Background: an optimization exercise with open tools, aiming at small area, a short achievable clock period and few clock cycles. Do not read the settings as production practice.
In this exercise RTL edits were held to simulation tests only and were not proved equivalent to the original.
Power figures rest on the tool's default switching activity, not on a simulated workload.

==> flow/design.v, too long to show whole: its modules and the start of the top module <==
// module cmd_rx_check: 273 lines
// module crc32c_step: 1003 lines
// module x2: 3 lines
// module nor2_g: 3 lines
// module nand4_g: 3 lines
// module a221o_g: 4 lines
// module a22o_g: 3 lines
module cmd_rx_check (
    input  wire         clk,
    input  wire         rst,           
    input  wire         in_valid,
    output wire         in_ready,
    input  wire [63:0]  in_data,
    input  wire         in_last,
    input  wire [3:0]   in_nbytes,     
    output reg          out_valid,
    output wire [2:0]   out_kind,
    output wire [7:0]   out_status,
    output wire [127:0] out_hdr
);
  // ...
==> flow/flow/run.sh <==
#!/bin/bash
set -euo pipefail
MARGIN=$(cat flow/margin.txt)
bash standard.sh synth > synth.log 2>&1
bash standard.sh SETUP_SLACK_MARGIN=$MARGIN \
    "BUFFER_PORTS_ARGS=-buffer_cell sky130_fd_sc_hd__buf_2" finish > layout.log 2>&1
==> flow/flow/margin.txt <==
7.6
==> flow/standard.sh <==
#!/bin/bash
# synth_recipe.tcl (not shown) runs the flow's synth.tcl, then flattens the netlist and writes it again
# the make line also repeats each setting of config.mk as NAME=value (left out here)
make -C /OpenROAD-flow-scripts/flow DESIGN_CONFIG=/design/flow/config.mk WORK_HOME=/design/flow/orfs CLKGATE_MAP_FILE= SYNTH_SCRIPT=/design/flow/synth_recipe.tcl "${@:-finish}"
==> flow/config.mk <==
export PLATFORM = sky130hd
export DESIGN_NAME = cmd_rx_check
export DESIGN_NICKNAME = cmd_rx_check
export VERILOG_FILES = /design/flow/design.v
export SDC_FILE = /design/flow/constraint.sdc
export NUM_CORES = 4
export LEC_CHECK = 0
export CAP_MARGIN = 20
export CORE_MARGIN = 2
export CORE_UTILIZATION = 40
export CTS_CLUSTER_DIAMETER = 140
export CTS_CLUSTER_SIZE = 28
export PLACE_DENSITY = 0.6
export SLEW_MARGIN = 20
export SYNTH_HIERARCHICAL = 1
export SYNTH_MINIMUM_KEEP_SIZE = 0
==> flow/constraint.sdc <==
create_clock -name core_clock -period 11.0 [get_ports {clk}]
set_input_delay 2.2000 -clock core_clock [delete_from_list [all_inputs] [get_ports {clk}]]
set_output_delay 2.2000 -clock core_clock [all_outputs]
set_load 0.01 [all_outputs]
==> flow_summary.ini, run 1 <==
[status]
status = complete, no violations

[finish]
n_sequential_cell = 384
top_register = hdr
largest_register_ffs = 128
final_common_cell = xor2_1
area_growth_pct = 12.3
final_core_util_pct = 45.5
final-clk-cell-share_pct = 2.24
fill_cells = 4231
inv_count = 36

[grt]
grt_use_total_pct = 24.9
grt_max_degree = 65
grt_pass1_vias = 12600
grt_use_met2_pct = 39.6

[timing]
rsz0062_at_grt = true
slew_violations = 0

[cts]
cts_setup_buffers = 3
cts_tree = done
cts_hold_buf = 0
h-tree-depth = 1

[placed_design]
placed_cell_area_um2 = 19300
gp_congestion = 1.03

[route]
drt-met1-wl_um = 27100
ant_nets = 0
wl_met2_um = 26900
routedWlPerCell_um = 24.1
routed-via-count = 12900

[floorplan]
die_h_um = 216
tap_cells = 592

[synth]
synth_top_family_by_area = XOR/XNOR gates

[setup_path]
cp-start-kind = register
crit_path_end = out_hdr[35]
cp.required_ns = 8.80
critPathTopFamily = flip-flops

[power]
p_int_uw = 3030
Testbench counts, summed over its fixed seeds: cycles 87,214.
==> inputs of run 2 (changes only) <==
==> flow/flow/margin.txt (replaced) <==
7.5
--- a/flow/config.mk
+++ b/flow/config.mk
@@ -10,4 +10,2 @@
 export CORE_UTILIZATION = 40
-export CTS_CLUSTER_DIAMETER = 140
-export CTS_CLUSTER_SIZE = 28
 export PLACE_DENSITY = 0.6
==> run 2 against run 1 <==
  * Area after synthesis did not move
  * Critical path depth did not move
  * Maximum frequency is 2.2% lower
  * Global-route usage rose by 0.35 points
  * Non-clock buffer count down 2
  * Register-to-register slack lost 0.03 ns
  * Total power rose by 13%
  * Final area is 4.6% higher
  * Largest power group unchanged
  * Sequential share of layout area decreased by 1.9 points
  * Worst setup slack worse by 0.075 ns
==> flow_summary.ini, run 2 <==
[setup_path]
crit_chain = buf_2
r2r_slack_ns = 7.60
cp.required_ns = 8.80
crit_buf_inv = 1
crit_slowest_cell = dfxtp_1
critical_path.max_stage_delay_ns = 0.49
path_max_fanout = 6
crit_type = register to output port
reg2regPathDepth = 8
worst-endpoint-arrival_ns = 1.26
end_kind = output port
r2r_start = r_d[1]
r2r_end = crc[1]
critPathTopFamily = flip-flops
cp-start-kind = register

[hold_path]
worstHoldStart = r_d[16]
holdPathEnd = r2_d[16]
hold_path.class = register to register
worstHoldPathCells = 0

[grt]
grt_max_degree = 65
antenna_found_initial = 1
grt_use_total_pct = 25.2
overflow = 0
grt_pass1_wl_um = 85900
grt_pass1_vias = 12900

[route]
ant_nets = 0
dr.pass1.iters = 5
drcViolationCount = 0
routed-via-count = 13000
viasPerCell = 5.16
finalWirelength_um = 59900
routedWlPerCell_um = 23.8
first_iter_violations = 1089

[finish]
final_cell_mix = 492 x xor2_1, 334 x dfxtp_1, 206 x buf_2
area_growth_pct = 17.5
top_register = hdr
largestRegisters = hdr (128), r2_d (64), r_d (64)
final_net_count = 1992
fill_cells = 4156
final_common_cell = xor2_1
layout-drive-gt1-share_pct = 18.0
largest_register_ffs = 128

[placed_design]
dp_hpwl_um = 45600
gp_congestion = 1.03
dp_slack_ns = 7.12
io_buffers = 206

[timing]
finalHoldViolations = 0
maxSlewHeadroom_pct = 30.0
setup_slack_ns = 7.54
clock.fmax_mhz = 289
finalClockSkew_ns = 0.0279
finalCriticalPeriod_ns = 3.46
fin_setup_tns_ns = 0
worst_pin_slew_ns = 1.05
setup_violations = 0
slew_violations = 0
period_share_pct = 31.4
rsz0062_at_grt = true

[power]
total_power_uw = 6550
power.density_nw_per_um2 = 311
ir_drop_uv = 163
power.leakage_uw = 0.00914

[synth]
ys_seq_area_share_pct = 44.7
ys_top_cells_by_area = dfxtp_1 39%, xor2_1 25%, edfxtp_1 5.4%, a22o_1 5.2%, mux2i_1 2.4%
yosysMostFrequentCell = xor2_1
synth_top_area_cell = dfxtp_1
yosysWarnings = 7
synth_enable_flop_cells = 32
async_reset_ff_share_pct = 0
ys.flop_type = dfxtp_1
syn_inst = 1698
ys_ff_latch = 384
syn_area_um2 = 17900
synth_top_area_share_pct = 39.4
synth_common_cells = 507 x xor2_1, 352 x dfxtp_1, 107 x a22o_1
synth_cell_type_count = 67
synth.avg_cell_area_um2 = 10.5

[floorplan]
start_util_pct = 40.5
die_h_um = 216
core_area_um2 = 44200
rows = 77
num_io_pins = 213
die_w_um = 216
die_area_um2 = 46500

[cts]
path_clk_slew_ns = 0.07
cts_root_buf = clkbuf_16
clkLatencyLatePin_ns = 0.58
cts_hold_buf = 0
cts_buffer_depth = 3
cts_buffers = 42
h-tree-depth = 2
numClockSinks = 384
cts_tree = done

[status]
status = complete, no violations

[job]
maxCapViolCount = 0
run 2: cell counts after synthesis:
Identical to the previous run, type by type.
run 2: routing by layer:
metal  share of wire, %  GRT usage (%)  wire length [µm]  up-vias
met3                6.0           4.99              3590       98
met5                  0              0                 0        -
met4                3.4           8.44              2030        0
met1                 46           34.7             27300     6319
met2                 45           39.7             27000      468
li1                   -              -                 -     6102
run 2: final cells by class:
| class | instances | area, µm² | share of cell area, % |
|---|---|---|---|
| diodes | 1 | 2.50 | 0.0119 |
| clock buffers | 61 | 1260 | 6.01 |
| clock inverters | 15 | 226 | 1.08 |
| inverters | 36 | 135 | 0.643 |
| multi-input cells | 1200 | 9430 | 44.9 |
| flip-flops and latches | 384 | 8040 | 38.2 |
| well taps | 592 | 741 | 3.52 |
| repair buffers | 226 | 1190 | 5.68 |
run 2: Yosys stat by module (local to each module, per instance):
module | cell area [µm²] | flip-flops and latches
a221o_g | 10.0 | 0
x2 | 8.76 | 0
a22o_g | 8.76 | 0
nor2_g | 3.75 | 0
crc32c_step | 240 | 0
cmd_rx_check | 12200 | 384
nand4_g | 6.26 | 0
run 2: per-stage QoR:
step / cell area [µm²] / std cells / utilization [%] / hold slack (ns)
global route: 21000 / 2514 / 47.6 / 0.362
finish: 21000 / 2515 / 47.6 / 0.351
floorplan: 17900 / 1702 / - / 0.349
global placement: 19300 / 2435 / 43.8 / 0.356
detailed placement: 19300 / 2435 / 43.8 / 0.357
CTS: 20900 / 2511 / 47.2 / 0.356
run 2: what timing repair did:
action | 4_1_cts | 5_1_grt
gates cloned | 0 | 1
setup buffers | 0 | 2
endpoints found under the setup margin | 33 | 81
pin swaps | 0 | 2
gates resized for setup | 16 | 19
run 2: how the worst max path moves through the flow:
stage                 startpoint          end  slack, ns  cells after the start
global route             r_d[32]      crc[16]       7.47                      9
detailed placement  in_nbytes[3]      r_d[11]       7.12                      4
finish                   hdr[37]  out_hdr[37]       7.54                      1
floorplan           in_nbytes[0]       r_d[0]       7.80                      5
CTS                    q_back[2]     hdr[105]       7.48                      7
global placement         r_d[13]      v_z2[3]       7.09                      9
run 2: kinds of logic after synthesis:
family / count (synthesis) / share of synthesized area, %
AO/OA/AOI/OAI: 221 / 9.87
XOR/XNOR: 538 / 26.3
adder cells (fa/ha/maj): 30 / 2.18
buffers and inverters: 119 / 3.57
flip-flops: 384 / 44.7
multiplexers: 47 / 2.78
other: 2 / 0.0420
AND/OR/NAND/NOR: 357 / 10.5
run 2: power breakdown:
group	total [µW]	internal (µW)	leakage, µW	switching (µW)
clock network	1510	920	0.000727	588
logic	3320	1190	0.00520	2130
registers	1720	1550	0.00321	173
total	6550	3650	0.00914	2890
==> inputs of run 3 (changes only) <==
==> flow/flow/run.sh (replaced) <==
#!/bin/bash
set -euo pipefail
MARGIN=$(cat flow/margin.txt)
bash standard.sh synth > synth.log 2>&1
bash standard.sh SETUP_SLACK_MARGIN=$MARGIN \
    "BUFFER_PORTS_ARGS=-buffer_cell sky130_fd_sc_hd__buf_1" finish > layout.log 2>&1
==> flow/flow/margin.txt (replaced) <==
7.6
--- a/flow/config.mk
+++ b/flow/config.mk
@@ -10,2 +10,4 @@
 export CORE_UTILIZATION = 40
+export CTS_CLUSTER_DIAMETER = 120
+export CTS_CLUSTER_SIZE = 25
 export PLACE_DENSITY = 0.6
==> run 3 against run 2 <==
  * Largest power group unchanged
  * Register-to-register slack worse by 0.02 ns
  * Non-clock buffer count is 1 lower
  * Wire length down 3.2%
  * Combinational power barely moved
  * Via count down 2.5%
  * Largest cell class unchanged
  * Clock skew down 0.0088 ns
  * Flip-flop and latch count did not move
  * Clock power is 49% lower
  * Utilization fell by 2.6 points
  * Sequential power hardly changed
  * Critical endpoint is now v_z2[2]
==> flow_summary.ini, run 3 <==
[grt]
overflow = 0
grt_pass1_vias = 12400
antenna_found_initial = 2
grt_pass1_wl_um = 83000
grt_max_degree = 65
grt_use_total_pct = 24.3

[power]
p_sw_uw = 2740
power.density_nw_per_um2 = 291
ir_drop_uv = 154
swShare_pct = 47.4
clkPwrFrac_pct = 13.3
comb_power_share_pct = 56.9
p_int_uw = 3040
power.leakage_uw = 0.00797
power_frac_seq_pct = 29.7

[hold_path]
hold_path.class = register to register
worstHoldPathCells = 0

[floorplan]
die_area_um2 = 46500
core_area_um2 = 44200
rows = 77
start_util_pct = 40.5
die_h_um = 216
num_io_pins = 213
die_w_um = 216

[synth]
syn_inst = 1698
yosysWarnings = 7
async_reset_ff_share_pct = 0
ys_top_cells_by_area = dfxtp_1 39%, xor2_1 25%, edfxtp_1 5.4%, a22o_1 5.2%, mux2i_1 2.4%
synth_top_area_share_pct = 39.4
synth_top_area_cell = dfxtp_1
yosysMostFrequentCell = xor2_1
synth.avg_cell_area_um2 = 10.5
synth_cell_type_count = 67
ys_seq_area_share_pct = 44.7
ys.flop_type = dfxtp_1
synth_enable_flop_cells = 32
syn_area_um2 = 17900
synth_common_cells = 507 x xor2_1, 352 x dfxtp_1, 107 x a22o_1
ys_ff_latch = 384

[timing]
rsz0062_at_grt = true
clock.fmax_mhz = 292
finalHoldViolations = 0
maxSlewHeadroom_pct = 28.0
fin_setup_tns_ns = 0
finalCriticalPeriod_ns = 3.42
finalClockSkew_ns = 0.0191
slew_violations = 0
period_share_pct = 31.1
setup_violations = 0
worst_pin_slew_ns = 1.08

[finish]
layout-drive-gt1-share_pct = 6.15
largest_register_ffs = 128
final_common_cell = xor2_1
antenna_cells = 0
fin_area_um2 = 19900
final_net_count = 1967
largestRegisters = hdr (128), r2_d (64), r_d (64)
final_core_util_pct = 45.0
final_cells = 2462
area_growth_pct = 11.1
top_register = hdr
final_cell_mix = 482 x xor2_1, 321 x dfxtp_1, 204 x buf_1

[route]
viasPerCell = 5.14
first_iter_violations = 899
ant_nets = 0
routedWlPerCell_um = 23.6
dr.pass1.iters = 5
drcViolationCount = 0
finalWirelength_um = 58000
routed-via-count = 12700

[setup_path]
end_kind = register
crit_type = register to register
cp.required_ns = 11.48
crit_chain = xor2_1, xor2_1, xor2_1, xor2_1, xor2_1, xor2_1, nor2_1, nand4_1
critical_path.max_stage_delay_ns = 0.58
cp-start-kind = register
crit_top_cell = xor2_1
worst-endpoint-arrival_ns = 3.90
path_max_fanout = 4
critPathTopFamily = XOR/XNOR gates
crit_slowest_cell = dfxtp_1
worst-path-stages = 8
reg2regPathDepth = 8
crit_buf_inv = 0

[cts]
h-tree-depth = 1
cts_root_buf = clkbuf_16
cts_buffer_depth = 3
numClockSinks = 384
path_clk_slew_ns = 0.10
cts_buffers = 19
clkLatencyLatePin_ns = 0.54
cts_tree = done

[placed_design]
gp_congestion = 1.02
io_buffers = 206
dp_hpwl_um = 45100
dp.cells = 2433
placed_cell_area_um2 = 19100

[job]
maxCapViolCount = 0

[status]
status = complete, no violations
[run 3: Yosys stat by module (local to each module, per instance), a selection]
module        copies in the design  cells inside  flops+latches  cell area, µm²
cmd_rx_check                     1          1036            384           12200
crc32c_step                      1            32              0             240
a221o_g                         21             1              0            10.0
x2                             482             1              0            8.76
a22o_g                         107             1              0            8.76
nand4_g                          4             1              0            6.26
[run 3: cell families after synthesis]
kind of cell               Yosys count  share of synthesized area, %
AOI/OAI and AO/OA                  221                          9.87
xor gates and xnor gates           538                          26.3
adders and majority gates           30                          2.18
buffers and inverters              119                          3.57
DFF                                384                          44.7
muxes                               47                          2.78
other                                2                        0.0420
and+or+nand+nor                    357                          10.5
[run 3: repair_timing]
action,CTS,global route
gates resized for setup,36,29
gates cloned,0,0
endpoints found under the setup margin,36,75
hold buffers,0,0
pin swaps,0,2
setup buffers,0,3
[run 3: metrics by stage]
stage | power (µW) | hold slack (ns) | setup WS (ns)
after floorplan | 4770 | 0.349 | 7.80
after global placement | 4970 | 0.354 | 7.24
after detailed placement | 4940 | 0.354 | 7.18
after CTS | 5740 | 0.364 | 7.49
after global routing | 6090 | 0.359 | 7.59
final | 5790 | 0.361 | 7.58
[run 3: power groups by stage]
stage	combinational (µW)	clock, µW	sequential, µW
2_1_floorplan	3080	0	1680
5_1_grt	3510	841	1740
3_5_place_dp	3200	0	1740
4_1_cts	3220	796	1720
6_report	3300	771	1720
3_3_place_gp	3230	0	1740
[run 3: worst paths after layout]
path / start / end / slack (ns)
setup / recovery: r_d[39] / v_z2[2] / 7.58
hold / removal: r_d[5] / r2_d[5] / 0.36
setup reg to reg: r_d[39] / v_z2[2] / 7.58
hold reg to reg: r_d[5] / r2_d[5] / 0.36
[run 3: cell type report]
type / instances / area, µm²
clock buffers: 24 / 494
clock inverters: 2 / 17.5
fillers: 4236 / 24300
inverters: 36 / 135
multi-input cells: 1199 / 9480
flip-flops and latches: 384 / 8070
well taps: 592 / 741
repair buffers: 225 / 951
[run 3: worst register-to-register path, delay by kind of cell, from the launching register on]
kind                      cells  cell delay, ns
xor gates and xnor gates      6            2.53
DFF                           1            0.58
and+or+nand+nor               2            0.26
[run 3: per-layer routing]
layer | global-route usage (%) | vias up | wire length [µm]
met4 | 9.06 | 4 | 2400
met5 | 0 | - | 24
met1 | 33.5 | 6149 | 26500
met3 | 3.79 | 104 | 3060
met2 | 38.4 | 401 | 26000
li1 | - | 5999 | -

what the ideal ports hide:
Ports are ideal in the flow. The routed layouts listed here were re-timed in OpenROAD.
Step 1 assumes that a clkbuf_16 drives the clock port and a buf_2 every other input.
Step 2 also shifts input and output timing later by t, the mid clock arrival at the registers, as if the neighbouring blocks saw the same clock.
Three values: no drivers, after step 1, after step 2; two values: the first two.
run	t (ns)	setup WS [ns]	latest minus earliest clock arrival (ns)	slew at the worst register clock pin (ns)
run 1	0.597	7.619 / 7.564 / 7.239	0.034 / 0.033	0.12 / 0.12
run 2	0.623	7.544 / 7.489 / 7.212	0.029 / 0.029	0.07 / 0.07
run 3	0.591	7.577 / 7.577 / 7.246	0.021 / 0.020	0.10 / 0.10
After both steps setup and hold are still met in every run listed. For run 1, which loses most, drivers alone change the setup slack by -0.055 ns; drivers and shift together by -0.380 ns.
